From an optimization exercise on the open Yosys and OpenROAD flow, aimed at small area; shortcuts taken in it are not production practice. At most, simulation tests tie the RTL to the original design; equivalence was not proved. The RTL of run 2 was laid out without a check of its function. Power is estimated from default activity; no workload was simulated.

==> flow/design.v, too long to show whole: its modules and the start of the top module <==
// module jet_pp: 266 lines
// module jet_mtree: 557 lines
// module jet_slot: 147 lines
// module jet_pick: 23 lines
// module jet_and_or15: 7 lines
// module jet_and_or13: 8 lines
// module jet_alu: 120 lines
// module jet_shift: 84 lines
// module jet_cnt: 57 lines
// module jet_mac: 42 lines
// module jet_ladd: 28 lines
// module jet_lcmp: 24 lines
// module jet_fa: 10 lines
// module jet_rca: 28 lines
// module jet_pc8: 16 lines
// module jet_cpa50: 29 lines
module jet_slot (
    input  wire        clk,
    input  wire        rst,         
    input  wire        head,        
    input  wire        in_valid,    
    input  wire        end_set,     
    input  wire [63:0] insn,
    input  wire [31:0] tok_n,
    input  wire [31:0] tok_e,
    input  wire [31:0] tok_s,
    input  wire [31:0] tok_w,
    input  wire [31:0] k0,
    input  wire [31:0] k1,
    input  wire [31:0] k2,
    input  wire [31:0] k3,
    input  wire        carry_in,    
    output reg         res_valid,   
    output reg  [31:0] result,
    output reg         send_valid,  
    output reg         send_carry,
    output reg  [31:0] w0,
    output reg  [31:0] w1,
    output reg  [31:0] w2,
    output reg  [31:0] w3,
    output reg  [47:0] acc,
    output reg         c_flag,
    output reg         p_flag
);
  // ...
==> flow/run.sh <==
#!/bin/bash
# synth_recipe.tcl (not shown) runs the flow's synth.tcl, then flattens the netlist and writes it again
# the make line also repeats each setting of config.mk as NAME=value (left out here)
make -C /OpenROAD-flow-scripts/flow DESIGN_CONFIG=/design/flow/config.mk WORK_HOME=/design/flow/orfs CLKGATE_MAP_FILE= SYNTH_SCRIPT=/design/flow/synth_recipe.tcl finish
==> flow/config.mk <==
export PLATFORM = sky130hd
export DESIGN_NAME = jet_slot
export DESIGN_NICKNAME = jet_slot
export VERILOG_FILES = /design/flow/design.v
export SDC_FILE = /design/flow/constraint.sdc
export NUM_CORES = 8
export LEC_CHECK = 0
export CAP_MARGIN = 20
export CORE_MARGIN = 2
export CORE_UTILIZATION = 40
export PLACE_DENSITY = 0.5
export SLEW_MARGIN = 20
export SYNTH_HIERARCHICAL = 1
export SYNTH_MINIMUM_KEEP_SIZE = 0
==> flow/constraint.sdc <==
create_clock -name core_clock -period 30.0 [get_ports {clk}]
set_input_delay 6.0000 -clock core_clock [delete_from_list [all_inputs] [get_ports {clk}]]
set_output_delay 6.0000 -clock core_clock [all_outputs]
set_load 0.01 [all_outputs]
==> results.sh, run 1 <==
export IMPL_final_util_pct=46.8
export IMPL_pre_cts_slack_ns=1.24
export IMPL_nNonClkBuffers=828
export IMPL_path_delay_family="adder cells"
export IMPL_p_sw_w=0.00152
export IMPL_sh_seq_area_pct=7.01
export IMPL_grt_most_used_layer="met2"
export IMPL_buffer_area_share_pct=12.4
export IMPL_period_needed_ns=28.83
export IMPL_core_mm2=0.130
export IMPL_cts_path_max_buffers=3
export IMPL_crit_path_end="acc[39]"
export IMPL_wl_mm=338
export IMPL_switching_share_pct=55.7
export IMPL_antenna_found_initial=50
export IMPL_whs_path_depth=2
export IMPL_area_delta_synth_final_pct=15.9
export IMPL_status="timing/DRC/antenna clean"
export IMPL_dominant_cells="multi-input combinational cells"
export IMPL_p_int_w=0.00121
export IMPL_n_fill_cell=13100
export IMPL_min_from="w2[26]"
export IMPL_port_buffers=530
export IMPL_drv_cap=0
export IMPL_grt_pass1_vias=57000
export IMPL_die_x_um=366
export IMPL_met3_length_mm=50.8
export IMPL_finalHoldViolCount=0
export IMPL_power_top_group="combinational cells"
==> module jet_mtree, before the edit <==
module jet_mtree (
    input  wire [255:0] pp,
    input  wire         nb,
    input  wire         n16,
    input  wire         n8,
    output wire [49:0]  s,
    output wire [49:0]  c
);
    wire fs0, fc0;
    jet_fa u0 (.a(pp[2]), .b(pp[17]), .c(pp[32]), .s(fs0), .co(fc0));
    wire fs1, fc1;
    jet_fa u1 (.a(pp[3]), .b(pp[18]), .c(pp[33]), .s(fs1), .co(fc1));
    wire fs2, fc2;
    jet_fa u2 (.a(pp[48]), .b(fc0), .c(fs1), .s(fs2), .co(fc2));
    wire fs3, fc3;
    jet_fa u3 (.a(pp[4]), .b(pp[19]), .c(pp[34]), .s(fs3), .co(fc3));
    wire fs4, fc4;
    jet_fa u4 (.a(pp[49]), .b(pp[64]), .c(fc1), .s(fs4), .co(fc4));
    wire fs5, fc5;
    jet_fa u5 (.a(fs3), .b(fc2), .c(fs4), .s(fs5), .co(fc5));
    wire fs6, fc6;
    jet_fa u6 (.a(pp[5]), .b(pp[20]), .c(pp[35]), .s(fs6), .co(fc6));
    wire fs7, fc7;
    jet_fa u7 (.a(pp[50]), .b(pp[65]), .c(pp[80]), .s(fs7), .co(fc7));
    wire fs8, fc8;
    jet_fa u8 (.a(fc3), .b(fs6), .c(fs7), .s(fs8), .co(fc8));
    wire fs9, fc9;
    jet_fa u9 (.a(fc4), .b(fs8), .c(fc5), .s(fs9), .co(fc9));
    wire fs10, fc10;
    jet_fa u10 (.a(pp[6]), .b(pp[21]), .c(pp[36]), .s(fs10), .co(fc10));
    wire fs11, fc11;
    jet_fa u11 (.a(pp[51]), .b(pp[66]), .c(pp[81]), .s(fs11), .co(fc11));
    wire fs12, fc12;
    jet_fa u12 (.a(pp[96]), .b(fc6), .c(fc7), .s(fs12), .co(fc12));
    wire fs13, fc13;
    jet_fa u13 (.a(fs10), .b(fs11), .c(fc8), .s(fs13), .co(fc13));
    wire fs14, fc14;
    jet_fa u14 (.a(fs12), .b(fs13), .c(fc9), .s(fs14), .co(fc14));
    wire fs15, fc15;
    jet_fa u15 (.a(pp[7]), .b(pp[22]), .c(pp[37]), .s(fs15), .co(fc15));
    wire fs16, fc16;
    jet_fa u16 (.a(pp[52]), .b(pp[67]), .c(pp[82]), .s(fs16), .co(fc16));
    wire fs17, fc17;
    jet_fa u17 (.a(pp[97]), .b(pp[112]), .c(fc10), .s(fs17), .co(fc17));
    wire fs18, fc18;
    jet_fa u18 (.a(fc11), .b(fs15), .c(fs16), .s(fs18), .co(fc18));
    wire fs19, fc19;
    jet_fa u19 (.a(fc12), .b(fs17), .c(fs18), .s(fs19), .co(fc19));
    wire fs20, fc20;
    jet_fa u20 (.a(fc13), .b(fs19), .c(fc14), .s(fs20), .co(fc20));
    wire fs21, fc21;
    jet_fa u21 (.a(pp[8]), .b(pp[23]), .c(pp[38]), .s(fs21), .co(fc21));
    wire fs22, fc22;
    jet_fa u22 (.a(pp[53]), .b(pp[68]), .c(pp[83]), .s(fs22), .co(fc22));
    wire fs23, fc23;
    jet_fa u23 (.a(pp[98]), .b(pp[113]), .c(pp[128]), .s(fs23), .co(fc23));
    wire fs24, fc24;
    jet_fa u24 (.a(fc15), .b(fc16), .c(fs21), .s(fs24), .co(fc24));
    wire fs25, fc25;
    jet_fa u25 (.a(fs22), .b(fs23), .c(fc17), .s(fs25), .co(fc25));
    wire fs26, fc26;
    jet_fa u26 (.a(fc18), .b(fs24), .c(fs25), .s(fs26), .co(fc26));
    wire fs27, fc27;
    jet_fa u27 (.a(fc19), .b(fs26), .c(fc20), .s(fs27), .co(fc27));
    wire fs28, fc28;
    jet_fa u28 (.a(pp[9]), .b(pp[24]), .c(pp[39]), .s(fs28), .co(fc28));
    wire fs29, fc29;
    jet_fa u29 (.a(pp[54]), .b(pp[69]), .c(pp[84]), .s(fs29), .co(fc29));
    wire fs30, fc30;
    jet_fa u30 (.a(pp[99]), .b(pp[114]), .c(pp[129]), .s(fs30), .co(fc30));
    wire fs31, fc31;
    jet_fa u31 (.a(pp[144]), .b(fc21), .c(fc22), .s(fs31), .co(fc31));
    wire fs32, fc32;
    jet_fa u32 (.a(fc23), .b(fs28), .c(fs29), .s(fs32), .co(fc32));
    wire fs33, fc33;
    jet_fa u33 (.a(fs30), .b(fc24), .c(fs31), .s(fs33), .co(fc33));
    wire fs34, fc34;
    jet_fa u34 (.a(fs32), .b(fc25), .c(fs33), .s(fs34), .co(fc34));
    wire fs35, fc35;
    jet_fa u35 (.a(fc26), .b(fs34), .c(fc27), .s(fs35), .co(fc35));
    wire fs36, fc36;
    jet_fa u36 (.a(pp[10]), .b(pp[25]), .c(pp[40]), .s(fs36), .co(fc36));
    wire fs37, fc37;
    jet_fa u37 (.a(pp[55]), .b(pp[70]), .c(pp[85]), .s(fs37), .co(fc37));
    wire fs38, fc38;
    jet_fa u38 (.a(pp[100]), .b(pp[115]), .c(pp[130]), .s(fs38), .co(fc38));
    wire fs39, fc39;
    jet_fa u39 (.a(pp[145]), .b(pp[160]), .c(fc28), .s(fs39), .co(fc39));
    wire fs40, fc40;
    jet_fa u40 (.a(fc29), .b(fc30), .c(fs36), .s(fs40), .co(fc40));
    wire fs41, fc41;
    jet_fa u41 (.a(fs37), .b(fs38), .c(fc31), .s(fs41), .co(fc41));
    wire fs42, fc42;
    jet_fa u42 (.a(fc32), .b(fs39), .c(fs40), .s(fs42), .co(fc42));
    wire fs43, fc43;
    jet_fa u43 (.a(fc33), .b(fs41), .c(fs42), .s(fs43), .co(fc43));
    wire fs44, fc44;
    jet_fa u44 (.a(fc34), .b(fs43), .c(fc35), .s(fs44), .co(fc44));
    wire fs45, fc45;
    jet_fa u45 (.a(pp[11]), .b(pp[26]), .c(pp[41]), .s(fs45), .co(fc45));
    wire fs46, fc46;
    jet_fa u46 (.a(pp[56]), .b(pp[71]), .c(pp[86]), .s(fs46), .co(fc46));
    wire fs47, fc47;
    jet_fa u47 (.a(pp[101]), .b(pp[116]), .c(pp[131]), .s(fs47), .co(fc47));
    wire fs48, fc48;
    jet_fa u48 (.a(pp[146]), .b(pp[161]), .c(pp[176]), .s(fs48), .co(fc48));
    wire fs49, fc49;
    jet_fa u49 (.a(fc36), .b(fc37), .c(fc38), .s(fs49), .co(fc49));
    wire fs50, fc50;
    jet_fa u50 (.a(fs45), .b(fs46), .c(fs47), .s(fs50), .co(fc50));
    wire fs51, fc51;
    jet_fa u51 (.a(fs48), .b(fc39), .c(fc40), .s(fs51), .co(fc51));
    wire fs52, fc52;
    jet_fa u52 (.a(fs49), .b(fs50), .c(fc41), .s(fs52), .co(fc52));
    wire fs53, fc53;
    jet_fa u53 (.a(fc42), .b(fs51), .c(fs52), .s(fs53), .co(fc53));
    wire fs54, fc54;
    jet_fa u54 (.a(fc43), .b(fs53), .c(fc44), .s(fs54), .co(fc54));
    wire fs55, fc55;
    jet_fa u55 (.a(pp[12]), .b(pp[27]), .c(pp[42]), .s(fs55), .co(fc55));
    wire fs56, fc56;
    jet_fa u56 (.a(pp[57]), .b(pp[72]), .c(pp[87]), .s(fs56), .co(fc56));
    wire fs57, fc57;
    jet_fa u57 (.a(pp[102]), .b(pp[117]), .c(pp[132]), .s(fs57), .co(fc57));
    wire fs58, fc58;
    jet_fa u58 (.a(pp[147]), .b(pp[162]), .c(pp[177]), .s(fs58), .co(fc58));
    wire fs59, fc59;
    jet_fa u59 (.a(pp[192]), .b(fc45), .c(fc46), .s(fs59), .co(fc59));
    wire fs60, fc60;
    jet_fa u60 (.a(fc47), .b(fc48), .c(fs55), .s(fs60), .co(fc60));
    wire fs61, fc61;
    jet_fa u61 (.a(fs56), .b(fs57), .c(fs58), .s(fs61), .co(fc61));
    wire fs62, fc62;
    jet_fa u62 (.a(fc49), .b(fc50), .c(fs59), .s(fs62), .co(fc62));
    wire fs63, fc63;
    jet_fa u63 (.a(fs60), .b(fs61), .c(fc51), .s(fs63), .co(fc63));
    wire fs64, fc64;
    jet_fa u64 (.a(fs62), .b(fc52), .c(fs63), .s(fs64), .co(fc64));
    wire fs65, fc65;
    jet_fa u65 (.a(fc53), .b(fs64), .c(fc54), .s(fs65), .co(fc65));
    wire fs66, fc66;
    jet_fa u66 (.a(pp[13]), .b(pp[28]), .c(pp[43]), .s(fs66), .co(fc66));
    wire fs67, fc67;
    jet_fa u67 (.a(pp[58]), .b(pp[73]), .c(pp[88]), .s(fs67), .co(fc67));
    wire fs68, fc68;
    jet_fa u68 (.a(pp[103]), .b(pp[118]), .c(pp[133]), .s(fs68), .co(fc68));
    wire fs69, fc69;
    jet_fa u69 (.a(pp[148]), .b(pp[163]), .c(pp[178]), .s(fs69), .co(fc69));
    wire fs70, fc70;
    jet_fa u70 (.a(pp[193]), .b(pp[208]), .c(fc55), .s(fs70), .co(fc70));
    wire fs71, fc71;
    jet_fa u71 (.a(fc56), .b(fc57), .c(fc58), .s(fs71), .co(fc71));
    wire fs72, fc72;
    jet_fa u72 (.a(fs66), .b(fs67), .c(fs68), .s(fs72), .co(fc72));
    wire fs73, fc73;
    jet_fa u73 (.a(fs69), .b(fc59), .c(fc60), .s(fs73), .co(fc73));
    wire fs74, fc74;
    jet_fa u74 (.a(fc61), .b(fs70), .c(fs71), .s(fs74), .co(fc74));
    wire fs75, fc75;
    jet_fa u75 (.a(fs72), .b(fc62), .c(fs73), .s(fs75), .co(fc75));
    wire fs76, fc76;
    jet_fa u76 (.a(fs74), .b(fc63), .c(fs75), .s(fs76), .co(fc76));
    wire fs77, fc77;
    jet_fa u77 (.a(fc64), .b(fs76), .c(fc65), .s(fs77), .co(fc77));
    wire fs78, fc78;
    jet_fa u78 (.a(pp[14]), .b(pp[29]), .c(pp[44]), .s(fs78), .co(fc78));
    wire fs79, fc79;
    jet_fa u79 (.a(pp[59]), .b(pp[74]), .c(pp[89]), .s(fs79), .co(fc79));
    wire fs80, fc80;
    jet_fa u80 (.a(pp[104]), .b(pp[119]), .c(pp[134]), .s(fs80), .co(fc80));
    wire fs81, fc81;
    jet_fa u81 (.a(pp[149]), .b(pp[164]), .c(pp[179]), .s(fs81), .co(fc81));
    wire fs82, fc82;
    jet_fa u82 (.a(pp[194]), .b(pp[209]), .c(pp[224]), .s(fs82), .co(fc82));
    wire fs83, fc83;
    jet_fa u83 (.a(fc66), .b(fc67), .c(fc68), .s(fs83), .co(fc83));
    wire fs84, fc84;
    jet_fa u84 (.a(fc69), .b(fs78), .c(fs79), .s(fs84), .co(fc84));
    wire fs85, fc85;
    jet_fa u85 (.a(fs80), .b(fs81), .c(fs82), .s(fs85), .co(fc85));
    wire fs86, fc86;
    jet_fa u86 (.a(fc70), .b(fc71), .c(fc72), .s(fs86), .co(fc86));
    wire fs87, fc87;
    jet_fa u87 (.a(fs83), .b(fs84), .c(fs85), .s(fs87), .co(fc87));
    wire fs88, fc88;
    jet_fa u88 (.a(fc73), .b(fc74), .c(fs86), .s(fs88), .co(fc88));
    wire fs89, fc89;
    jet_fa u89 (.a(fs87), .b(fc75), .c(fs88), .s(fs89), .co(fc89));
    wire fs90, fc90;
    jet_fa u90 (.a(fc76), .b(fs89), .c(fc77), .s(fs90), .co(fc90));
    wire fs91, fc91;
    jet_fa u91 (.a(pp[15]), .b(pp[30]), .c(pp[45]), .s(fs91), .co(fc91));
    wire fs92, fc92;
    jet_fa u92 (.a(pp[60]), .b(pp[75]), .c(pp[90]), .s(fs92), .co(fc92));
    wire fs93, fc93;
    jet_fa u93 (.a(pp[105]), .b(pp[120]), .c(pp[135]), .s(fs93), .co(fc93));
    wire fs94, fc94;
    jet_fa u94 (.a(pp[150]), .b(pp[165]), .c(pp[180]), .s(fs94), .co(fc94));
    wire fs95, fc95;
    jet_fa u95 (.a(pp[195]), .b(pp[210]), .c(pp[225]), .s(fs95), .co(fc95));
    wire fs96, fc96;
    jet_fa u96 (.a(pp[240]), .b(fc78), .c(fc79), .s(fs96), .co(fc96));
    wire fs97, fc97;
    jet_fa u97 (.a(fc80), .b(fc81), .c(fc82), .s(fs97), .co(fc97));
    wire fs98, fc98;
    jet_fa u98 (.a(fs91), .b(fs92), .c(fs93), .s(fs98), .co(fc98));
    wire fs99, fc99;
    jet_fa u99 (.a(fs94), .b(fs95), .c(fc83), .s(fs99), .co(fc99));
    wire fs100, fc100;
    jet_fa u100 (.a(fc84), .b(fc85), .c(fs96), .s(fs100), .co(fc100));
    wire fs101, fc101;
    jet_fa u101 (.a(fs97), .b(fs98), .c(fc86), .s(fs101), .co(fc101));
    wire fs102, fc102;
    jet_fa u102 (.a(fs99), .b(fc87), .c(fs100), .s(fs102), .co(fc102));
    wire fs103, fc103;
    jet_fa u103 (.a(fc88), .b(fs101), .c(fs102), .s(fs103), .co(fc103));
    wire fs104, fc104;
    jet_fa u104 (.a(fc89), .b(fs103), .c(fc90), .s(fs104), .co(fc104));
    wire fs105, fc105;
    jet_fa u105 (.a(pp[31]), .b(pp[46]), .c(pp[61]), .s(fs105), .co(fc105));
    wire fs106, fc106;
    jet_fa u106 (.a(pp[76]), .b(pp[91]), .c(pp[106]), .s(fs106), .co(fc106));
    wire fs107, fc107;
    jet_fa u107 (.a(pp[121]), .b(pp[136]), .c(pp[151]), .s(fs107), .co(fc107));
    wire fs108, fc108;
    jet_fa u108 (.a(pp[166]), .b(pp[181]), .c(pp[196]), .s(fs108), .co(fc108));
    wire fs109, fc109;
    jet_fa u109 (.a(pp[211]), .b(pp[226]), .c(pp[241]), .s(fs109), .co(fc109));
    wire fs110, fc110;
    jet_fa u110 (.a(n16), .b(fc91), .c(fc92), .s(fs110), .co(fc110));
    wire fs111, fc111;
    jet_fa u111 (.a(fc93), .b(fc94), .c(fc95), .s(fs111), .co(fc111));
    wire fs112, fc112;
    jet_fa u112 (.a(fs105), .b(fs106), .c(fs107), .s(fs112), .co(fc112));
    wire fs113, fc113;
    jet_fa u113 (.a(fs108), .b(fs109), .c(fc96), .s(fs113), .co(fc113));
    wire fs114, fc114;
    jet_fa u114 (.a(fc97), .b(fc98), .c(fs110), .s(fs114), .co(fc114));
    wire fs115, fc115;
    jet_fa u115 (.a(fs111), .b(fs112), .c(fc99), .s(fs115), .co(fc115));
    wire fs116, fc116;
    jet_fa u116 (.a(fc100), .b(fs113), .c(fs114), .s(fs116), .co(fc116));
    wire fs117, fc117;
    jet_fa u117 (.a(fc101), .b(fs115), .c(fc102), .s(fs117), .co(fc117));
    wire fs118, fc118;
    jet_fa u118 (.a(fs116), .b(fc103), .c(fs117), .s(fs118), .co(fc118));
    wire fs119, fc119;
    jet_fa u119 (.a(pp[47]), .b(pp[62]), .c(pp[77]), .s(fs119), .co(fc119));
    wire fs120, fc120;
    jet_fa u120 (.a(pp[92]), .b(pp[107]), .c(pp[122]), .s(fs120), .co(fc120));
    wire fs121, fc121;
    jet_fa u121 (.a(pp[137]), .b(pp[152]), .c(pp[167]), .s(fs121), .co(fc121));
    wire fs122, fc122;
    jet_fa u122 (.a(pp[182]), .b(pp[197]), .c(pp[212]), .s(fs122), .co(fc122));
    wire fs123, fc123;
    jet_fa u123 (.a(pp[227]), .b(pp[242]), .c(n8), .s(fs123), .co(fc123));
    wire fs124, fc124;
    jet_fa u124 (.a(fc105), .b(fc106), .c(fc107), .s(fs124), .co(fc124));
    wire fs125, fc125;
    jet_fa u125 (.a(fc108), .b(fc109), .c(fs119), .s(fs125), .co(fc125));
    wire fs126, fc126;
    jet_fa u126 (.a(fs120), .b(fs121), .c(fs122), .s(fs126), .co(fc126));
    wire fs127, fc127;
    jet_fa u127 (.a(fs123), .b(fc110), .c(fc111), .s(fs127), .co(fc127));
    wire fs128, fc128;
    jet_fa u128 (.a(fc112), .b(fs124), .c(fs125), .s(fs128), .co(fc128));
    wire fs129, fc129;
    jet_fa u129 (.a(fs126), .b(fc113), .c(fc114), .s(fs129), .co(fc129));
    wire fs130, fc130;
    jet_fa u130 (.a(fs127), .b(fs128), .c(fc115), .s(fs130), .co(fc130));
    wire fs131, fc131;
    jet_fa u131 (.a(fc116), .b(fs129), .c(fs130), .s(fs131), .co(fc131));
    wire fs132, fc132;
    jet_fa u132 (.a(fc117), .b(fs131), .c(fc118), .s(fs132), .co(fc132));
    wire fs133, fc133;
    jet_fa u133 (.a(pp[63]), .b(pp[78]), .c(pp[93]), .s(fs133), .co(fc133));
    wire fs134, fc134;
    jet_fa u134 (.a(pp[108]), .b(pp[123]), .c(pp[138]), .s(fs134), .co(fc134));
    wire fs135, fc135;
    jet_fa u135 (.a(pp[153]), .b(pp[168]), .c(pp[183]), .s(fs135), .co(fc135));
    wire fs136, fc136;
    jet_fa u136 (.a(pp[198]), .b(pp[213]), .c(pp[228]), .s(fs136), .co(fc136));
    wire fs137, fc137;
    jet_fa u137 (.a(pp[243]), .b(fc119), .c(fc120), .s(fs137), .co(fc137));
    wire fs138, fc138;
    jet_fa u138 (.a(fc121), .b(fc122), .c(fc123), .s(fs138), .co(fc138));
    wire fs139, fc139;
    jet_fa u139 (.a(fs133), .b(fs134), .c(fs135), .s(fs139), .co(fc139));
    wire fs140, fc140;
    jet_fa u140 (.a(fs136), .b(fc124), .c(fc125), .s(fs140), .co(fc140));
    wire fs141, fc141;
    jet_fa u141 (.a(fc126), .b(fs137), .c(fs138), .s(fs141), .co(fc141));
    wire fs142, fc142;
    jet_fa u142 (.a(fs139), .b(fc127), .c(fc128), .s(fs142), .co(fc142));
    wire fs143, fc143;
    jet_fa u143 (.a(fs140), .b(fs141), .c(fc129), .s(fs143), .co(fc143));
    wire fs144, fc144;
    jet_fa u144 (.a(fs142), .b(fc130), .c(fs143), .s(fs144), .co(fc144));
    wire fs145, fc145;
    jet_fa u145 (.a(fc131), .b(fs144), .c(fc132), .s(fs145), .co(fc145));
    wire fs146, fc146;
    jet_fa u146 (.a(pp[79]), .b(pp[94]), .c(pp[109]), .s(fs146), .co(fc146));
    wire fs147, fc147;
    jet_fa u147 (.a(pp[124]), .b(pp[139]), .c(pp[154]), .s(fs147), .co(fc147));
    wire fs148, fc148;
    jet_fa u148 (.a(pp[169]), .b(pp[184]), .c(pp[199]), .s(fs148), .co(fc148));
    wire fs149, fc149;
    jet_fa u149 (.a(pp[214]), .b(pp[229]), .c(pp[244]), .s(fs149), .co(fc149));
    wire fs150, fc150;
    jet_fa u150 (.a(fc133), .b(fc134), .c(fc135), .s(fs150), .co(fc150));
    wire fs151, fc151;
    jet_fa u151 (.a(fc136), .b(fs146), .c(fs147), .s(fs151), .co(fc151));
    wire fs152, fc152;
    jet_fa u152 (.a(fs148), .b(fs149), .c(fc137), .s(fs152), .co(fc152));
    wire fs153, fc153;
    jet_fa u153 (.a(fc138), .b(fc139), .c(fs150), .s(fs153), .co(fc153));
    wire fs154, fc154;
    jet_fa u154 (.a(fs151), .b(fc140), .c(fc141), .s(fs154), .co(fc154));
    wire fs155, fc155;
    jet_fa u155 (.a(fs152), .b(fs153), .c(fc142), .s(fs155), .co(fc155));
    wire fs156, fc156;
    jet_fa u156 (.a(fs154), .b(fc143), .c(fs155), .s(fs156), .co(fc156));
    wire fs157, fc157;
    jet_fa u157 (.a(fc144), .b(fs156), .c(fc145), .s(fs157), .co(fc157));
    wire fs158, fc158;
    jet_fa u158 (.a(pp[95]), .b(pp[110]), .c(pp[125]), .s(fs158), .co(fc158));
    wire fs159, fc159;
    jet_fa u159 (.a(pp[140]), .b(pp[155]), .c(pp[170]), .s(fs159), .co(fc159));
    wire fs160, fc160;
    jet_fa u160 (.a(pp[185]), .b(pp[200]), .c(pp[215]), .s(fs160), .co(fc160));
    wire fs161, fc161;
    jet_fa u161 (.a(pp[230]), .b(pp[245]), .c(fc146), .s(fs161), .co(fc161));
    wire fs162, fc162;
    jet_fa u162 (.a(fc147), .b(fc148), .c(fc149), .s(fs162), .co(fc162));
    wire fs163, fc163;
    jet_fa u163 (.a(fs158), .b(fs159), .c(fs160), .s(fs163), .co(fc163));
    wire fs164, fc164;
    jet_fa u164 (.a(fc150), .b(fc151), .c(fs161), .s(fs164), .co(fc164));
    wire fs165, fc165;
    jet_fa u165 (.a(fs162), .b(fs163), .c(fc152), .s(fs165), .co(fc165));
    wire fs166, fc166;
    jet_fa u166 (.a(fc153), .b(fs164), .c(fc154), .s(fs166), .co(fc166));
    wire fs167, fc167;
    jet_fa u167 (.a(fs165), .b(fc155), .c(fs166), .s(fs167), .co(fc167));
    wire fs168, fc168;
    jet_fa u168 (.a(fc156), .b(fs167), .c(fc157), .s(fs168), .co(fc168));
    wire fs169, fc169;
    jet_fa u169 (.a(pp[111]), .b(pp[126]), .c(pp[141]), .s(fs169), .co(fc169));
    wire fs170, fc170;
    jet_fa u170 (.a(pp[156]), .b(pp[171]), .c(pp[186]), .s(fs170), .co(fc170));
    wire fs171, fc171;
    jet_fa u171 (.a(pp[201]), .b(pp[216]), .c(pp[231]), .s(fs171), .co(fc171));
    wire fs172, fc172;
    jet_fa u172 (.a(pp[246]), .b(fc158), .c(fc159), .s(fs172), .co(fc172));
    wire fs173, fc173;
    jet_fa u173 (.a(fc160), .b(fs169), .c(fs170), .s(fs173), .co(fc173));
    wire fs174, fc174;
    jet_fa u174 (.a(fs171), .b(fc161), .c(fc162), .s(fs174), .co(fc174));
    wire fs175, fc175;
    jet_fa u175 (.a(fc163), .b(fs172), .c(fs173), .s(fs175), .co(fc175));
    wire fs176, fc176;
    jet_fa u176 (.a(fc164), .b(fs174), .c(fs175), .s(fs176), .co(fc176));
    wire fs177, fc177;
    jet_fa u177 (.a(fc165), .b(fs176), .c(fc166), .s(fs177), .co(fc177));
    wire fs178, fc178;
    jet_fa u178 (.a(fc167), .b(fs177), .c(fc168), .s(fs178), .co(fc178));
    wire fs179, fc179;
    jet_fa u179 (.a(pp[127]), .b(pp[142]), .c(pp[157]), .s(fs179), .co(fc179));
    wire fs180, fc180;
    jet_fa u180 (.a(pp[172]), .b(pp[187]), .c(pp[202]), .s(fs180), .co(fc180));
    wire fs181, fc181;
    jet_fa u181 (.a(pp[217]), .b(pp[232]), .c(pp[247]), .s(fs181), .co(fc181));
    wire fs182, fc182;
    jet_fa u182 (.a(fc169), .b(fc170), .c(fc171), .s(fs182), .co(fc182));
    wire fs183, fc183;
    jet_fa u183 (.a(fs179), .b(fs180), .c(fs181), .s(fs183), .co(fc183));
    wire fs184, fc184;
    jet_fa u184 (.a(fc172), .b(fc173), .c(fs182), .s(fs184), .co(fc184));
    wire fs185, fc185;
    jet_fa u185 (.a(fs183), .b(fc174), .c(fc175), .s(fs185), .co(fc185));
    wire fs186, fc186;
    jet_fa u186 (.a(fs184), .b(fc176), .c(fs185), .s(fs186), .co(fc186));
    wire fs187, fc187;
    jet_fa u187 (.a(fs186), .b(fc177), .c(fc178), .s(fs187), .co(fc187));
    wire fs188, fc188;
    jet_fa u188 (.a(pp[143]), .b(pp[158]), .c(pp[173]), .s(fs188), .co(fc188));
    wire fs189, fc189;
    jet_fa u189 (.a(pp[188]), .b(pp[203]), .c(pp[218]), .s(fs189), .co(fc189));
    wire fs190, fc190;
    jet_fa u190 (.a(pp[233]), .b(pp[248]), .c(fc179), .s(fs190), .co(fc190));
    wire fs191, fc191;
    jet_fa u191 (.a(fc180), .b(fc181), .c(fs188), .s(fs191), .co(fc191));
    wire fs192, fc192;
    jet_fa u192 (.a(fs189), .b(fc182), .c(fc183), .s(fs192), .co(fc192));
    wire fs193, fc193;
    jet_fa u193 (.a(fs190), .b(fs191), .c(fc184), .s(fs193), .co(fc193));
    wire fs194, fc194;
    jet_fa u194 (.a(fs192), .b(fc185), .c(fs193), .s(fs194), .co(fc194));
    wire fs195, fc195;
    jet_fa u195 (.a(fc186), .b(fs194), .c(fc187), .s(fs195), .co(fc195));
    wire fs196, fc196;
    jet_fa u196 (.a(pp[159]), .b(pp[174]), .c(pp[189]), .s(fs196), .co(fc196));
    wire fs197, fc197;
    jet_fa u197 (.a(pp[204]), .b(pp[219]), .c(pp[234]), .s(fs197), .co(fc197));
    wire fs198, fc198;
    jet_fa u198 (.a(pp[249]), .b(n8), .c(fc188), .s(fs198), .co(fc198));
    wire fs199, fc199;
    jet_fa u199 (.a(fc189), .b(fs196), .c(fs197), .s(fs199), .co(fc199));
    wire fs200, fc200;
    jet_fa u200 (.a(fc190), .b(fc191), .c(fs198), .s(fs200), .co(fc200));
    wire fs201, fc201;
    jet_fa u201 (.a(fs199), .b(fc192), .c(fs200), .s(fs201), .co(fc201));
    wire fs202, fc202;
    jet_fa u202 (.a(fc193), .b(fs201), .c(fc194), .s(fs202), .co(fc202));
    wire fs203, fc203;
    jet_fa u203 (.a(pp[175]), .b(pp[190]), .c(pp[205]), .s(fs203), .co(fc203));
    wire fs204, fc204;
    jet_fa u204 (.a(pp[220]), .b(pp[235]), .c(pp[250]), .s(fs204), .co(fc204));
    wire fs205, fc205;
    jet_fa u205 (.a(n8), .b(fc196), .c(fc197), .s(fs205), .co(fc205));
    wire fs206, fc206;
    jet_fa u206 (.a(fs203), .b(fs204), .c(fc198), .s(fs206), .co(fc206));
    wire fs207, fc207;
    jet_fa u207 (.a(fc199), .b(fs205), .c(fc200), .s(fs207), .co(fc207));
    wire fs208, fc208;
    jet_fa u208 (.a(fs206), .b(fc201), .c(fs207), .s(fs208), .co(fc208));
    wire fs209, fc209;
    jet_fa u209 (.a(pp[191]), .b(pp[206]), .c(pp[221]), .s(fs209), .co(fc209));
    wire fs210, fc210;
    jet_fa u210 (.a(pp[236]), .b(pp[251]), .c(n8), .s(fs210), .co(fc210));
    wire fs211, fc211;
    jet_fa u211 (.a(fc203), .b(fc204), .c(fs209), .s(fs211), .co(fc211));
    wire fs212, fc212;
    jet_fa u212 (.a(fs210), .b(fc205), .c(fs211), .s(fs212), .co(fc212));
    wire fs213, fc213;
    jet_fa u213 (.a(fc206), .b(fs212), .c(fc207), .s(fs213), .co(fc213));
    wire fs214, fc214;
    jet_fa u214 (.a(pp[207]), .b(pp[222]), .c(pp[237]), .s(fs214), .co(fc214));
    wire fs215, fc215;
    jet_fa u215 (.a(pp[252]), .b(n8), .c(fc209), .s(fs215), .co(fc215));
    wire fs216, fc216;
    jet_fa u216 (.a(fc210), .b(fs214), .c(fc211), .s(fs216), .co(fc216));
    wire fs217, fc217;
    jet_fa u217 (.a(fs215), .b(fc212), .c(fs216), .s(fs217), .co(fc217));
    wire fs218, fc218;
    jet_fa u218 (.a(pp[223]), .b(pp[238]), .c(pp[253]), .s(fs218), .co(fc218));
    wire fs219, fc219;
    jet_fa u219 (.a(n8), .b(fc214), .c(fs218), .s(fs219), .co(fc219));
    wire fs220, fc220;
    jet_fa u220 (.a(fc215), .b(fs219), .c(fc216), .s(fs220), .co(fc220));
    wire fs221, fc221;
    jet_fa u221 (.a(pp[239]), .b(pp[254]), .c(n8), .s(fs221), .co(fc221));
    wire fs222, fc222;
    jet_fa u222 (.a(fc218), .b(fs221), .c(fc219), .s(fs222), .co(fc222));
    wire fs223, fc223;
    jet_fa u223 (.a(pp[255]), .b(n8), .c(fc221), .s(fs223), .co(fc223));
    assign s[0] = pp[0];
    assign c[0] = 1'b0;
    assign s[1] = pp[1];
    assign c[1] = pp[16];
    assign s[2] = fs0;
    assign c[2] = 1'b0;
    assign s[3] = fs2;
    assign c[3] = 1'b0;
    assign s[4] = fs5;
    assign c[4] = 1'b0;
    assign s[5] = fs9;
    assign c[5] = 1'b0;
    assign s[6] = fs14;
    assign c[6] = 1'b0;
    assign s[7] = fs20;
    assign c[7] = 1'b0;
    assign s[8] = fs27;
    assign c[8] = 1'b0;
    assign s[9] = fs35;
    assign c[9] = 1'b0;
    assign s[10] = fs44;
    assign c[10] = 1'b0;
    assign s[11] = fs54;
    assign c[11] = 1'b0;
    assign s[12] = fs65;
    assign c[12] = 1'b0;
    assign s[13] = fs77;
    assign c[13] = 1'b0;
    assign s[14] = fs90;
    assign c[14] = 1'b0;
    assign s[15] = fs104;
    assign c[15] = 1'b0;
    assign s[16] = fc104;
    assign c[16] = fs118;
    assign s[17] = fs132;
    assign c[17] = 1'b0;
    assign s[18] = fs145;
    assign c[18] = 1'b0;
    assign s[19] = fs157;
    assign c[19] = 1'b0;
    assign s[20] = fs168;
    assign c[20] = 1'b0;
    assign s[21] = fs178;
    assign c[21] = 1'b0;
    assign s[22] = fs187;
    assign c[22] = 1'b0;
    assign s[23] = fs195;
    assign c[23] = 1'b0;
    assign s[24] = fc195;
    assign c[24] = fs202;
    assign s[25] = fc202;
    assign c[25] = fs208;
    assign s[26] = fc208;
    assign c[26] = fs213;
    assign s[27] = fc213;
    assign c[27] = fs217;
    assign s[28] = fc217;
    assign c[28] = fs220;
    assign s[29] = fc220;
    assign c[29] = fs222;
    assign s[30] = fc222;
    assign c[30] = fs223;
    assign s[31] = nb;
    assign c[31] = fc223;
    assign s[32] = nb;
    assign c[32] = 1'b0;
    assign s[33] = nb;
    assign c[33] = 1'b0;
    assign s[34] = nb;
    assign c[34] = 1'b0;
    assign s[35] = nb;
    assign c[35] = 1'b0;
    assign s[36] = nb;
    assign c[36] = 1'b0;
    assign s[37] = nb;
    assign c[37] = 1'b0;
    assign s[38] = nb;
    assign c[38] = 1'b0;
    assign s[39] = nb;
    assign c[39] = 1'b0;
    assign s[40] = nb;
    assign c[40] = 1'b0;
    assign s[41] = nb;
    assign c[41] = 1'b0;
    assign s[42] = nb;
    assign c[42] = 1'b0;
    assign s[43] = nb;
    assign c[43] = 1'b0;
    assign s[44] = nb;
    assign c[44] = 1'b0;
    assign s[45] = nb;
    assign c[45] = 1'b0;
    assign s[46] = nb;
    assign c[46] = 1'b0;
    assign s[47] = nb;
    assign c[47] = 1'b0;
    assign s[48] = nb;
    assign c[48] = 1'b0;
    assign s[49] = nb;
    assign c[49] = 1'b0;
endmodule
==> module jet_alu, before the edit <==
module jet_alu (
    input  wire [31:0] a,
    input  wire [31:0] b,
    input  wire [31:0] c,
    input  wire        grp_ar,
    input  wire        grp_lg,      
    input  wire        grp_se,
    input  wire        grp_cp,
    input  wire        grp_ab,
    input  wire        emit,
    input  wire [2:0]  fn,
    input  wire        m8,
    input  wire        m16,
    input  wire        sgn,
    input  wire        sat,
    input  wire        cin,
    input  wire        p,
    output wire [31:0] out,
    output wire [31:0] absd,        
    output wire        all_true,    
    output wire        carry        
);
    genvar i, k;
    wire brk16 = m8 | m16;
    wire o_add  = grp_ar & (fn == 3'd0);
    wire o_addc = grp_ar & (fn == 3'd2);
    wire o_subc = grp_ar & (fn == 3'd3);
    wire o_neg  = grp_ar & (fn == 3'd4);
    wire o_avg  = grp_ar & (fn == 3'd5);
    wire sat_ar = sat & grp_ar & ~(fn[2] & fn[0]);    
    function [1:0] top;
        input [1:0] bb;
        input       l8, l16;
        top = l8 ? bb : (l16 ? {bb[1], 1'b1} : 2'd3);
    endfunction
    wire        inv1 = ~(o_add | o_addc | o_avg);
    wire        ci1  = (o_addc | o_subc) ? cin : ~o_add;
    wire [31:0] y1   = b ^ {32{inv1}};
    wire [31:0] s1;
    wire [3:0]  co1;
    jet_ladd u_add1 (.x(a), .y(y1), .ci(ci1), .m8(m8), .brk16(brk16), .s(s1), .co(co1));
    assign carry = co1[3];
    wire        o_clamp = grp_cp & fn[1];
    wire [31:0] x2 = o_clamp ? c : b;
    wire [31:0] s2;
    wire [3:0]  co2;
    jet_ladd u_add2 (.x(x2), .y(~a), .ci(1'b1), .m8(m8), .brk16(brk16), .s(s2), .co(co2));
    wire [3:0] cb;
    jet_lcmp u_cmp (.x(c), .y(~b), .m8(m8), .brk16(brk16), .co(cb));
    wire [3:0] sw1, sx1, sw2, sx2, sx3, zb1;
    generate for (k = 0; k < 4; k = k + 1) begin : ext
        wire xe = sgn & a[8*k+7];
        wire ye = sgn ? y1[8*k+7] : inv1;
        assign sw1[k] = xe ^ ye ^ co1[k];
        assign sx1[k] = xe ^ ye ^ ((xe & ye) | (xe & co1[k]) | (ye & co1[k]));
        wire xf = sgn & x2[8*k+7];
        wire yf = ~xe;
        assign sw2[k] = xf ^ yf ^ co2[k];
        assign sx2[k] = xf ^ yf ^ ((xf & yf) | (xf & co2[k]) | (yf & co2[k]));
        wire xc = sgn & c[8*k+7];
        wire yc = ~(sgn & b[8*k+7]);
        assign sx3[k] = xc ^ yc ^ ((xc & yc) | (xc & cb[k]) | (yc & cb[k]));
        assign zb1[k] = ~|s1[8*k+7:8*k];
    end endgenerate
    wire [3:0] lt1, lt2, eq1, satl, swl, sxl;
    wire z01 = &zb1[1:0], z23 = &zb1[3:2], z03 = &zb1;
    generate for (k = 0; k < 4; k = k + 1) begin : lane
        localparam [1:0] KK = k;
        wire [1:0] t = top(KK, m8, m16);
        assign lt1[k] = sx1[t];
        assign lt2[k] = sx2[t] | sx3[t];
        assign eq1[k] = m8 ? zb1[k] : (m16 ? ((k < 2) ? z01 : z23) : z03);
        assign swl[k] = o_neg ? sw2[t] : sw1[t];
        assign sxl[k] = o_neg ? sx2[t] : sx1[t];
        wire ov = sgn ? (swl[k] ^ (o_neg ? s2[8*t+7] : s1[8*t+7])) : swl[k];
        assign satl[k] = sat_ar & ov;
    end endgenerate
    wire [31:0] lt1m = {{8{lt1[3]}}, {8{lt1[2]}}, {8{lt1[1]}}, {8{lt1[0]}}};
    wire [31:0] dsel = (lt1m & {32{grp_ab}}) | {32{o_neg}};
    assign absd = (dsel & s2) | (~dsel & s1);
    wire [31:0] ar_out;
    generate for (i = 0; i < 32; i = i + 1) begin : ar
        localparam integer BY = i / 8;
        wire is_top = (i == 31) | ((i == 15) & brk16) | (((i == 7) | (i == 23)) & m8);
        wire avg_b;
        if (i == 31) begin : a31
            assign avg_b = sw1[3];
        end else begin : an
            assign avg_b = is_top ? swl[BY] : s1[i+1];
        end
        wire satv = sgn ? (is_top ? swl[BY] : ~swl[BY]) : ~sxl[BY];
        assign ar_out[i] = satl[BY] ? satv : (o_avg ? avg_b : absd[i]);
    end endgenerate
    wire [3:0]  selb = lt1 ^ {4{~fn[1] & ~fn[0]}};
    wire [31:0] selbm = {{8{selb[3]}}, {8{selb[2]}}, {8{selb[1]}}, {8{selb[0]}}};
    wire [31:0] mm    = (selbm & b) | (~selbm & a);
    wire [31:0] lt2m  = {{8{lt2[3]}}, {8{lt2[2]}}, {8{lt2[1]}}, {8{lt2[0]}}} & {32{fn[1]}};
    wire [31:0] clamp = (lt2m & c) | (~lt2m & mm);
    wire [3:0] truth;
    generate for (k = 0; k < 4; k = k + 1) begin : tr
        assign truth[k] = fn[1] ? (lt1[k] | (fn[0] & eq1[k])) : (eq1[k] ^ fn[0]);
    end endgenerate
    assign all_true = &truth;
    wire [31:0] cmp_m = {{8{truth[3]}}, {8{truth[2]}}, {8{truth[1]}}, {8{truth[0]}}};
    reg [31:0] lg_out;
    always @* begin
        case (fn)
            3'd0:    lg_out = a & b;
            3'd1:    lg_out = a | b;
            3'd2:    lg_out = a ^ b;
            3'd3:    lg_out = a & ~b;
            3'd4:    lg_out = ~a;
            default: lg_out = a;
        endcase
    end
    wire [31:0] se_out = fn[0] ? ((a & c) | (b & ~c)) : (p ? a : b);
    wire [31:0] cp_out = fn[2] ? clamp : cmp_m;
    assign out = ({32{grp_ar}} & ar_out) | ({32{grp_lg}} & (emit ? a : lg_out)) |
                 ({32{grp_se}} & se_out) | ({32{grp_cp}} & cp_out);
endmodule
==> inputs of run 2 (changes only) <==
--- a/flow/design.v
+++ b/flow/design.v
@@ -269,8 +269,8 @@
     input  wire         nb,
     input  wire         n16,
     input  wire         n8,
-    output wire [49:0]  s,
-    output wire [49:0]  c
+    output wire [31:0]  s,
+    output wire [31:0]  c
 );
     wire fs0, fc0;
     jet_fa u0 (.a(pp[2]), .b(pp[17]), .c(pp[32]), .s(fs0), .co(fc0));
@@ -784,42 +784,6 @@
     assign c[30] = fs223;
     assign s[31] = nb;
     assign c[31] = fc223;
-    assign s[32] = nb;
-    assign c[32] = 1'b0;
-    assign s[33] = nb;
-    assign c[33] = 1'b0;
-    assign s[34] = nb;
-    assign c[34] = 1'b0;
-    assign s[35] = nb;
-    assign c[35] = 1'b0;
-    assign s[36] = nb;
-    assign c[36] = 1'b0;
-    assign s[37] = nb;
-    assign c[37] = 1'b0;
-    assign s[38] = nb;
-    assign c[38] = 1'b0;
-    assign s[39] = nb;
-    assign c[39] = 1'b0;
-    assign s[40] = nb;
-    assign c[40] = 1'b0;
-    assign s[41] = nb;
-    assign c[41] = 1'b0;
-    assign s[42] = nb;
-    assign c[42] = 1'b0;
-    assign s[43] = nb;
-    assign c[43] = 1'b0;
-    assign s[44] = nb;
-    assign c[44] = 1'b0;
-    assign s[45] = nb;
-    assign c[45] = 1'b0;
-    assign s[46] = nb;
-    assign c[46] = 1'b0;
-    assign s[47] = nb;
-    assign c[47] = 1'b0;
-    assign s[48] = nb;
-    assign c[48] = 1'b0;
-    assign s[49] = nb;
-    assign c[49] = 1'b0;
 endmodule
 module jet_slot (
     input  wire        clk,
@@ -907,23 +871,24 @@
     wire [5:0]  cnt_sum;
     jet_cnt u_cnt (.a(A), .fn(fn), .m8(m8), .m16(m16), .out(cnt_out), .sum(cnt_sum));
     wire [8:0]  su, sv;
-    jet_rca #(8, 0) u_su (.x(absd[7:0]),  .y(absd[23:16]), .ci(1'b0), .s(su[7:0]), .co(su[8]));
-    jet_rca #(8, 0) u_sv (.x(absd[15:8]), .y(absd[31:24]), .ci(1'b0), .s(sv[7:0]), .co(sv[8]));
-    wire [16:0] sv_w = m16 ? {sv, 8'h00} : {8'h00, sv};
+    jet_rca #(8, 0) u_su (.x(absd[7:0]),  .y(absd[23:16] & {8{~m32}}), .ci(1'b0), .s(su[7:0]), .co(su[8]));
+    jet_rca #(8, 0) u_sv (.x(absd[15:8]), .y(absd[31:24] & {8{~m32}}), .ci(1'b0), .s(sv[7:0]), .co(sv[8]));
+    wire [16:0] sv_w = m8 ? {8'h00, sv} : {sv, 8'h00};
     wire [16:0] sad_s;
     wire        sad_co;
     jet_rca #(17, 0) u_sad (.x({8'h00, su}), .y(sv_w), .ci(1'b0), .s(sad_s), .co(sad_co));
-    wire [31:0] r1 = o_sad ? (m32 ? absd : {23'h0, su}) : (g_cn ? {26'h0, cnt_sum} : 32'h0);
-    wire [16:0] r2 = (o_sad & ~m32) ? sv_w : 17'h0;
+    wire [31:0] r1 = {absd[31:16] & {16{o_sad & m32}}, 7'h0,
+                      o_sad ? su : (g_cn ? {3'h0, cnt_sum} : 9'h0)};
+    wire [16:0] r2 = o_sad ? sv_w : 17'h0;
     wire [47:0] mac_f;
     jet_mac u_mac (.a(A[15:0]), .b(B[15:0]), .acc(acc), .mac(g_mc), .fn(fn), .sgn(sgn),
                    .sat(sat), .r1(r1), .r2(r2), .out(mac_f));
     wire r_sh = g_sh | o_accrd;
     wire r_mc = g_mc & ~fn[2];
     wire r_ab = g_ab;
-    wire [31:0] ab_out = (o_sad & ~m32) ? {15'h0, sad_s} : absd;
+    wire sad_small = o_sad & ~m32;               
     wire [31:0] res = alu_out | ({32{r_sh}} & sh_out) | ({32{g_cn}} & cnt_out) |
-                      ({32{r_ab}} & ab_out) | ({32{r_mc}} & mac_f[31:0]);
+                      {15'h0, {17{sad_small}} & sad_s} | ({32{r_mc}} & mac_f[31:0]);
     wire clear   = rst | head;
     wire in_slot = in_valid & f_v & (end_set == (pred == 2'b11));
     wire runs    = in_slot & ((pred == 2'b11) | (pred == 2'b00) |
@@ -934,14 +899,26 @@
     wire ld_sum  = st & (acc_only | (aux[0] & (g_cn | o_sad)));
     wire [47:0] res_x = {{16{sgn & res[31]}}, res};
     wire        res_nz = r_ab ? |absd : |res;
+    wire [31:0] res_c  = res & {32{~clear}};
+    wire        wsel   = clear | wr_w;
+    wire [31:0] w0_d, w1_d, w2_d, w3_d;
+    jet_hold #(32) u_h0 (.en(wsel & (clear | (dst == 4'h5))), .d(res_c), .q(w0), .o(w0_d));
+    jet_hold #(32) u_h1 (.en(wsel & (clear | (dst == 4'h6))), .d(res_c), .q(w1), .o(w1_d));
+    jet_hold #(32) u_h2 (.en(wsel & (clear | (dst == 4'h7))), .d(res_c), .q(w2), .o(w2_d));
+    jet_hold #(32) u_h3 (.en(wsel & (clear | (dst == 4'h8))), .d(res_c), .q(w3), .o(w3_d));
+    wire        ldr    = ld_res & ~clear;
+    wire        lds    = ld_sum & ~ld_res & ~clear;
+    wire [47:0] acc_in = ({48{ldr}} & res_x) | ({48{lds}} & mac_f);
+    wire [47:0] acc_d;
+    jet_hold #(48) u_ha (.en(clear | ld_res | ld_sum), .d(acc_in), .q(acc), .o(acc_d));
     always @(posedge clk) begin
         result <= res;
+        w0     <= w0_d;
+        w1     <= w1_d;
+        w2     <= w2_d;
+        w3     <= w3_d;
+        acc    <= acc_d;
         if (clear) begin
-            w0         <= 32'h0;
-            w1         <= 32'h0;
-            w2         <= 32'h0;
-            w3         <= 32'h0;
-            acc        <= 48'h0;
             c_flag     <= 1'b0;
             p_flag     <= 1'b0;
             res_valid  <= 1'b0;
@@ -951,14 +928,6 @@
             res_valid  <= runs;
             send_valid <= in_slot & chain[1];
             send_carry <= runs & chain[1] & carry32;
-            if (wr_w & (dst == 4'h5)) w0 <= res;
-            if (wr_w & (dst == 4'h6)) w1 <= res;
-            if (wr_w & (dst == 4'h7)) w2 <= res;
-            if (wr_w & (dst == 4'h8)) w3 <= res;
-            if (ld_res)
-                acc <= res_x;
-            else if (ld_sum)
-                acc <= mac_f;
             if (st & o_carry & m32)
                 c_flag <= carry32;
             if (st & o_rel)
@@ -968,6 +937,16 @@
         end
     end
 endmodule
+module jet_hold #(
+    parameter N = 32
+) (
+    input  wire         en,
+    input  wire [N-1:0] d,
+    input  wire [N-1:0] q,
+    output wire [N-1:0] o
+);
+    assign o = en ? d : q;
+endmodule
 module jet_pick (
     input  wire [3:0]  s,
     input  wire        sgn,
@@ -1030,6 +1009,7 @@
 );
     genvar i, k;
     wire brk16 = m8 | m16;
+    wire m32   = ~brk16;
     wire o_add  = grp_ar & (fn == 3'd0);
     wire o_addc = grp_ar & (fn == 3'd2);
     wire o_subc = grp_ar & (fn == 3'd3);
@@ -1048,7 +1028,7 @@
     wire [3:0]  co1;
     jet_ladd u_add1 (.x(a), .y(y1), .ci(ci1), .m8(m8), .brk16(brk16), .s(s1), .co(co1));
     assign carry = co1[3];
-    wire        o_clamp = grp_cp & fn[1];
+    wire        o_clamp = grp_cp & fn[2] & fn[1];
     wire [31:0] x2 = o_clamp ? c : b;
     wire [31:0] s2;
     wire [3:0]  co2;
@@ -1070,7 +1050,7 @@
         assign sx3[k] = xc ^ yc ^ ((xc & yc) | (xc & cb[k]) | (yc & cb[k]));
         assign zb1[k] = ~|s1[8*k+7:8*k];
     end endgenerate
-    wire [3:0] lt1, lt2, eq1, satl, swl, sxl;
+    wire [3:0] lt1, lt2, eq1, satl, swl, sxl, istop;
     wire z01 = &zb1[1:0], z23 = &zb1[3:2], z03 = &zb1;
     generate for (k = 0; k < 4; k = k + 1) begin : lane
         localparam [1:0] KK = k;
@@ -1082,49 +1062,80 @@
         assign sxl[k] = o_neg ? sx2[t] : sx1[t];
         wire ov = sgn ? (swl[k] ^ (o_neg ? s2[8*t+7] : s1[8*t+7])) : swl[k];
         assign satl[k] = sat_ar & ov;
+        assign istop[k] = (t == KK);
     end endgenerate
-    wire [31:0] lt1m = {{8{lt1[3]}}, {8{lt1[2]}}, {8{lt1[1]}}, {8{lt1[0]}}};
-    wire [31:0] dsel = (lt1m & {32{grp_ab}}) | {32{o_neg}};
-    assign absd = (dsel & s2) | (~dsel & s1);
-    wire [31:0] ar_out;
-    generate for (i = 0; i < 32; i = i + 1) begin : ar
-        localparam integer BY = i / 8;
-        wire is_top = (i == 31) | ((i == 15) & brk16) | (((i == 7) | (i == 23)) & m8);
-        wire avg_b;
-        if (i == 31) begin : a31
-            assign avg_b = sw1[3];
-        end else begin : an
-            assign avg_b = is_top ? swl[BY] : s1[i+1];
-        end
-        wire satv = sgn ? (is_top ? swl[BY] : ~swl[BY]) : ~sxl[BY];
-        assign ar_out[i] = satl[BY] ? satv : (o_avg ? avg_b : absd[i]);
-    end endgenerate
-    wire [3:0]  selb = lt1 ^ {4{~fn[1] & ~fn[0]}};
-    wire [31:0] selbm = {{8{selb[3]}}, {8{selb[2]}}, {8{selb[1]}}, {8{selb[0]}}};
-    wire [31:0] mm    = (selbm & b) | (~selbm & a);
-    wire [31:0] lt2m  = {{8{lt2[3]}}, {8{lt2[2]}}, {8{lt2[1]}}, {8{lt2[0]}}} & {32{fn[1]}};
-    wire [31:0] clamp = (lt2m & c) | (~lt2m & mm);
     wire [3:0] truth;
     generate for (k = 0; k < 4; k = k + 1) begin : tr
         assign truth[k] = fn[1] ? (lt1[k] | (fn[0] & eq1[k])) : (eq1[k] ^ fn[0]);
     end endgenerate
     assign all_true = &truth;
-    wire [31:0] cmp_m = {{8{truth[3]}}, {8{truth[2]}}, {8{truth[1]}}, {8{truth[0]}}};
-    reg [31:0] lg_out;
+    localparam [3:0] F_A = 4'b1100, F_B = 4'b1010;
+    reg [3:0] flg;
     always @* begin
         case (fn)
-            3'd0:    lg_out = a & b;
-            3'd1:    lg_out = a | b;
-            3'd2:    lg_out = a ^ b;
-            3'd3:    lg_out = a & ~b;
-            3'd4:    lg_out = ~a;
-            default: lg_out = a;
+            3'd0:    flg = 4'b1000;               
+            3'd1:    flg = 4'b1110;               
+            3'd2:    flg = 4'b0110;               
+            3'd3:    flg = 4'b0100;               
+            3'd4:    flg = 4'b0011;               
+            default: flg = F_A;                   
         endcase
     end
-    wire [31:0] se_out = fn[0] ? ((a & c) | (b & ~c)) : (p ? a : b);
-    wire [31:0] cp_out = fn[2] ? clamp : cmp_m;
-    assign out = ({32{grp_ar}} & ar_out) | ({32{grp_lg}} & (emit ? a : lg_out)) |
-                 ({32{grp_se}} & se_out) | ({32{grp_cp}} & cp_out);
+    wire o_selm = grp_se & fn[0];
+    wire [3:0] cfg [0:3];
+    wire [3:0] cfgt [0:3];
+    wire [3:0] lt2c, apass;
+    generate for (k = 0; k < 4; k = k + 1) begin : ctl
+        wire sv  = sgn ? ~swl[k] : ~sxl[k];
+        wire svt = sgn ? (istop[k] ? swl[k] : ~swl[k]) : ~sxl[k];
+        wire [3:0] fcp = fn[2] ? (((fn != 3'd4) ^ lt1[k]) ? F_A : F_B) : {4{truth[k]}};
+        wire [3:0] fo = ({4{grp_lg}} & (emit ? F_A : flg)) |
+                        ({4{grp_se}} & ((p & ~fn[0]) ? F_A : F_B)) |
+                        ({4{grp_cp}} & fcp);
+        assign cfg[k]  = grp_ar ? {4{sv}}  : fo;
+        assign cfgt[k] = grp_ar ? {4{svt}} : fo;
+        assign lt2c[k]  = o_clamp & lt2[k];
+        assign apass[k] = (grp_ar & ~satl[k]) | (grp_ab & ~(fn[0] & ~m32));    
+    end endgenerate
+    wire [3:0] dsel = ({4{grp_ab}} & lt1) | {4{o_neg}};
+    generate for (i = 0; i < 32; i = i + 1) begin : sl
+        localparam integer BY = i / 8;
+        wire up;                                  
+        if (i % 8 == 7) begin : t7
+            if (i == 31) begin : t31
+                assign up = sw1[3];
+            end else begin : tn
+                assign up = istop[BY] ? swl[BY] : s1[i+1];
+            end
+        end else begin : nt
+            assign up = s1[i+1];
+        end
+        jet_aslice u (.a(a[i]), .b(b[i]), .c(c[i]), .s1(s1[i]), .s1u(up), .s2(s2[i]),
+                      .cfg((i % 8 == 7) ? cfgt[BY] : cfg[BY]), .lt2c(lt2c[BY]), .selm(o_selm),
+                      .dsel(dsel[BY]), .avg(o_avg), .apass(apass[BY]), .out(out[i]), .d(absd[i]));
+    end endgenerate
+endmodule
+module jet_aslice (
+    input  wire       a,
+    input  wire       b,
+    input  wire       c,
+    input  wire       s1,          
+    input  wire       s1u,         
+    input  wire       s2,          
+    input  wire [3:0] cfg,         
+    input  wire       lt2c,        
+    input  wire       selm,        
+    input  wire       dsel,        
+    input  wire       avg,
+    input  wire       apass,       
+    output wire       out,
+    output wire       d
+);
+    assign d = dsel ? s2 : s1;
+    wire f  = cfg[{a, b}];
+    wire sc = (selm & c) | lt2c;
+    wire so = sc ? (selm ? a : c) : f;
+    assign out = apass ? (avg ? s1u : d) : so;
 endmodule
 module jet_shift (
     input  wire [31:0] a,
@@ -1165,17 +1176,26 @@
     wire [31:0] sgn_m = {{8{a[31]}}, {8{m8 ? a[23] : a[31]}},
                          {8{m32 ? a[31] : a[15]}},
                          {8{m8 ? a[7] : (m16 ? a[15] : a[31])}}};
-    wire        hi_fill = o_shr | (accrd & aux[5]);
-    wire [31:0] hi = hi_fill ? ({32{sgn}} & sgn_m) : a;
-    wire [31:0] lo = o_shl ? 32'h0 : ((o_fun | (accrd & ~aux[5])) ? b : a);
     wire [31:0] lmask;
-    generate for (i = 0; i < 32; i = i + 1) begin : lm
-        wire l8  = ((i % 8)  < r8[i/8])   | (o_shl & (r8[i/8] == 3'd0));
-        wire l16 = ((i % 16) < r16[i/16]) | (o_shl & (r16[i/16] == 4'd0));
-        wire l32 = (i < r32)              | (o_shl & (r32 == 5'd0));
-        assign lmask[i] = m8 ? l8 : (m16 ? l16 : l32);
+    generate for (k = 0; k < 4; k = k + 1) begin : lmb
+        wire [4:0] rl = m8 ? {2'b00, r8[k]} : (m16 ? {1'b0, r16[k/2]} : r32);
+        wire [1:0] ph = {m32 & (k >= 2), ~m8 & (k % 2 == 1)};    
+        wire full = o_shl & (m8 ? (n8[k] == 3'd0) : (m16 ? (n16[k/2] == 4'd0) : (n32 == 5'd0)));
+        wire gt = full | (rl[4:3] > ph);
+        wire eq = (rl[4:3] == ph);
+        for (i = 0; i < 8; i = i + 1) begin : lb
+            assign lmask[8*k+i] = gt | (eq & (rl[2:0] > i));
+        end
     end endgenerate
-    wire [31:0] fin = (lmask & hi) | (~lmask & lo);
+    wire accr0 = accrd & ~aux[5];
+    wire hi_f  = o_shr | (accrd & aux[5]);
+    wire [3:0]  fillb = {4{sgn}} & {a[31], m8 ? a[23] : a[31], m32 ? a[31] : a[15],
+                                    m8 ? a[7] : (m16 ? a[15] : a[31])};
+    wire [31:0] fill = {{8{fillb[3]}}, {8{fillb[2]}}, {8{fillb[1]}}, {8{fillb[0]}}};
+    wire a_lo = ~o_shl & ~o_fun & ~accr0;         
+    wire b_lo = o_fun | accr0;                    
+    wire [31:0] fin = (lmask & (hi_f ? fill : a)) |
+                      (~lmask & ((a & {32{a_lo}}) | (b & {32{b_lo}})));
     wire [31:0] rs [0:5];
     assign rs[0] = fin;
     generate
@@ -1196,7 +1216,7 @@
     wire [31:0] rmsb_m = {{8{rot[31]}}, {8{m8 ? rot[23] : rot[31]}},
                           {8{m32 ? rot[31] : rot[15]}},
                           {8{m8 ? rot[7] : (m16 ? rot[15] : rot[31])}}};
-    wire [31:0] lost  = ~lmask & (hi ^ ({32{sgn}} & rmsb_m));
+    wire [31:0] lost  = ~lmask & (a ^ ({32{sgn}} & rmsb_m));
     wire [3:0]  lostb = {|lost[31:24], |lost[23:16], |lost[15:8], |lost[7:0]};
     wire [3:0]  ovsh;
     assign ovsh[0] = m8 ? lostb[0] : (m16 ? |lostb[1:0] : |lostb);
@@ -1286,22 +1306,35 @@
     wire mode16   = mac & ~fn[2] & ~(fn[1] & fn[0]);
     wire acc_only = mac & ~fn[2] & (fn[1] | fn[0]);
     wire [15:0] my = ({16{mode16}} & b) | ({16{mode8}} & {b[7:0], b[15:8]});
-    wire [49:0] ms, mc;
+    wire [31:0] ms, mc;
     wire [255:0] pp;
     wire nb = sgn & (mode16 | mode8), n16 = sgn & mode16, n8 = sgn & mode8;
     jet_pp    u_pp (.xn(~a), .xdn(~(a & {16{mode16}})), .yn(~my), .nb(nb), .n16(n16), .n8(n8),
                     .pp(pp));
     jet_mtree u_mt (.pp(pp), .nb(nb), .n16(n16), .n8(n8), .s(ms), .c(mc));
-    wire [49:0] msh = mode8 ? {{8{ms[49]}}, ms[49:8]} : ms;
-    wire [49:0] mch = mode8 ? {8'h00, mc[49:8]} : mc;
-    wire [49:0] pr = (msh | {18'h0, r1}) ^ {50{o_msu}};
-    wire [49:0] qr = (mch | {33'h0, r2}) ^ {50{o_msu}};
+    wire [31:0] msh, mch;
+    generate for (i = 0; i < 32; i = i + 1) begin : sh8
+        if (i < 24) begin : m
+            assign msh[i] = mode8 ? ms[i+8] : ms[i];
+            assign mch[i] = mode8 ? mc[i+8] : mc[i];
+        end else begin : k
+            assign msh[i] = mode8 ? nb : ms[i];
+            assign mch[i] = ~mode8 & mc[i];
+        end
+    end endgenerate
+    wire [31:0] pr = (msh | r1) ^ {32{o_msu}};
+    wire [31:0] qr = (mch | {15'h0, r2}) ^ {32{o_msu}};
     wire [49:0] ae = {{2{sgn & acc[47]}}, acc} & {50{~o_mul}};
     wire [49:0] ua;
     wire [50:0] va;
     assign va[0] = o_msu;
     generate for (i = 0; i < 50; i = i + 1) begin : csa
-        jet_fa u (.a(ae[i]), .b(pr[i]), .c(qr[i]), .s(ua[i]), .co(va[i+1]));
+        if (i < 32) begin : f
+            jet_fa u (.a(ae[i]), .b(pr[i]), .c(qr[i]), .s(ua[i]), .co(va[i+1]));
+        end else begin : k
+            assign ua[i]   = ae[i] ^ nb;
+            assign va[i+1] = o_msu ? (ae[i] | ~nb) : (ae[i] & nb);
+        end
     end endgenerate
     wire [49:0] t;
     jet_cpa50 u_cpa (.x(ua), .y(va[49:0]), .ci(o_msu), .s(t));
==> flow/flow/run.sh (new file) <==
#!/bin/bash
# The standard layout, with the smallest buffer (buf_1) on every port.
set -euo pipefail
export BUFFER_PORTS_ARGS="-buffer_cell sky130_fd_sc_hd__buf_1"
bash standard.sh > make.log 2>&1
==> flow/standard.sh (new file) <==
#!/bin/bash
# synth_recipe.tcl (not shown) runs the flow's synth.tcl, then flattens the netlist and writes it again
# the make line also repeats each setting of config.mk as NAME=value (left out here)
make -C /OpenROAD-flow-scripts/flow DESIGN_CONFIG=/design/flow/config.mk WORK_HOME=/design/flow/orfs CLKGATE_MAP_FILE= SYNTH_SCRIPT=/design/flow/synth_recipe.tcl "${@:-finish}"
--- a/flow/config.mk
+++ b/flow/config.mk
@@ -7,8 +7,8 @@
 export LEC_CHECK = 0
 export CAP_MARGIN = 20
 export CORE_MARGIN = 2
-export CORE_UTILIZATION = 40
-export PLACE_DENSITY = 0.5
+export CORE_UTILIZATION = 50
+export PLACE_DENSITY = 0.6
 export SLEW_MARGIN = 20
 export SYNTH_HIERARCHICAL = 1
 export SYNTH_MINIMUM_KEEP_SIZE = 0
removed: flow/run.sh
==> run 2 against run 1 <==
Combinational power fell by 4%; still clean on timing, DRC and antenna; global-route usage rose by 1.2 points; clock skew rose by 0.0096 ns; critical path type unchanged; clock-buffer cell count fell by 1; power rose by 0.94%; first-iteration DRC count fell by 7.4%; highest routed layer unchanged; sequential power rose by 24%; maximum frequency rose by 1.1%; largest power group unchanged.
==> results.sh, run 2 <==
export IMPL_fin_hold_ws_ns=0.529
export IMPL_die_x_um=318
export IMPL_port_buffers=530
export IMPL_drtPass1Iterations=13
export IMPL_clkPwrFrac_pct=13.3
export IMPL_place_area_mm2=0.0527
export IMPL_cts_setup_buffers=0
export IMPL_n_fill_cell=9344
export IMPL_via_count=53700
export IMPL_grt_pass1_wl_mm=367
export IMPL_rows=115
export IMPL_timing_rr_start="c_flag"
export IMPL_clk_latency_ns=0.63
export IMPL_timing_rr_end="p_flag"
export IMPL_fmaxAchievable_mhz=35.0
export IMPL_post_route_period_util_pct=95.1
export IMPL_cellPowerDensity_mw_per_mm2=51.2
export IMPL_syn_inst=5524
export IMPL_largest_reg_flops=48
export IMPL_die_y_um=318
export IMPL_clkSinkCount=213
export IMPL_core_mm2=0.0978
export IMPL_dieArea_mm2=0.101
export IMPL_path_clk_slew_ns=0.07
export IMPL_grt_pass1_vias=50100
export IMPL_crit_slowest_cell="nor3_2"
export IMPL_clock_skew_ns=0.0427
export IMPL_stdcell_area_mm2=0.0538
export IMPL_p_sw_w=0.00148
export IMPL_path_class="input port to flop"
export IMPL_whs_path_depth=2
export IMPL_antenna_found_initial=39
export IMPL_routedWlPerCell_um=35.4
export IMPL_finalHoldViolCount=0
export IMPL_startpoint_type="input port"
export IMPL_area_delta_synth_final_pct=9.40
export IMPL_critPathMaxFanout=33
export IMPL_status="timing/DRC/antenna clean"
export IMPL_layout_common_cells="524 x buf_1, 507 x fa_1, 506 x nor2_1, 426 x a22oi_1, 316 x a21oi_1"
export IMPL_end_kind="flop"
export IMPL_drive_above_1_share_pct=16.0
export IMPL_cts_path_max_buffers=3
export IMPL_slowest_delay_ns=0.81
export IMPL_startpoint="insn[61]"
export IMPL_dp_hpwl_mm=202
export IMPL_reg2reg_depth=66
export IMPL_gr_total_overflow=0
export IMPL_seqPwrFrac_pct=13.6
export IMPL_setup_viol=0
export IMPL_min_from="c_flag"
export IMPL_cts_root_buf="clkbuf_16"
export IMPL_cts_max_level=1
export IMPL_holdCritPathClass="flop to flop"
export IMPL_crit_top_cell="fa_1"
export IMPL_irDropWorstVdd_mv=0.0677
export IMPL_wl_mm=260
export IMPL_gp_congestion=1.05
export IMPL_final_util_pct=55.0
export IMPL_period_needed_ns=28.53
export IMPL_detail_route_antenna_nets=0
export IMPL_leakage_nw=22.5
export IMPL_arrival_ns=28.99
export IMPL_drc=0
export IMPL_worstMarginPinSlew_ns=1.20
export IMPL_grt_usage_pct=49.4
export IMPL_regMostFlops="acc"
export IMPL_cts_tree="built"
export IMPL_switching_share_pct=53.9
export IMPL_netlist_area_mm2=0.0492
export IMPL_drv_cap=0
export IMPL_p_int_w=0.00127
run 2: worst max path at each step:
| stage | endpoint | slack, ns | cells after the start |
|---|---|---|---|
| after global routing | p_flag | 0.86 | 72 |
| after floorplan | acc[37] | 3.89 | 71 |
| final | p_flag | 1.47 | 71 |
| after CTS | p_flag | 2.15 | 70 |
| after detailed placement | p_flag | 1.55 | 70 |
| after global placement | p_flag | 0.90 | 71 |
run 2: power by group through the flow:
stage	Combinational, W	Clock (W)	Sequential (W)
3_3_place_gp	0.00189	0	0.000375
5_1_grt	0.00209	0.000376	0.000374
3_5_place_dp	0.00191	0	0.000374
4_1_cts	0.00192	0.000367	0.000370
6_report	0.00201	0.000367	0.000375
2_1_floorplan	0.00116	0	0.000371
run 2: critical path, delay by kind of cell:
family,cells,cell delay (ns)
adder cells (fa/ha/maj),28,10.69
AND/OR/NAND/NOR,17,5.17
multiplexers,7,2.81
AO/OA/AOI/OAI,9,2.54
buffers and inverters,8,1.39
XOR/XNOR,2,0.30
run 2: metrics by stage:
step	total power, W	cells	setup slack, ns
6_report	0.00275	7340	1.47
2_1_floorplan	0.00153	5584	3.89
3_3_place_gp	0.00226	7259	0.903
3_5_place_dp	0.00228	7261	1.55
4_1_cts	0.00266	7310	2.15
5_1_grt	0.00284	7328	0.864
run 2: final cells by class:
class,count,area [µm²],share of cell area (%)
multi-input combinational,4762,42100,78.3
tap,1287,1610,2.99
clock buffer,30,717,1.33
inverter,210,788,1.47
sequential,213,4260,7.93
timing repair buffer,789,3960,7.36
clock inverter,19,235,0.437
antenna,30,75.1,0.140
run 2: routing by layer:
metal,vias to the layer above,GRT usage (%),wire length (µm),part of all wire (%)
met5,-,0.284,203,0.078
met4,22,31.6,20900,8.0
met3,972,14.2,33500,13
met2,4274,73.5,110000,42
met1,26600,62.7,95500,37
li1,21800,-,-,-

Check on run 2: ideal ports give 1.468 ns setup slack; a clkbuf_16 on the clock port and buf_2 on the inputs give 1.372 ns; moving port delays by the midpoint clock arrival (0.680 ns) as well gives 0.692 ns.
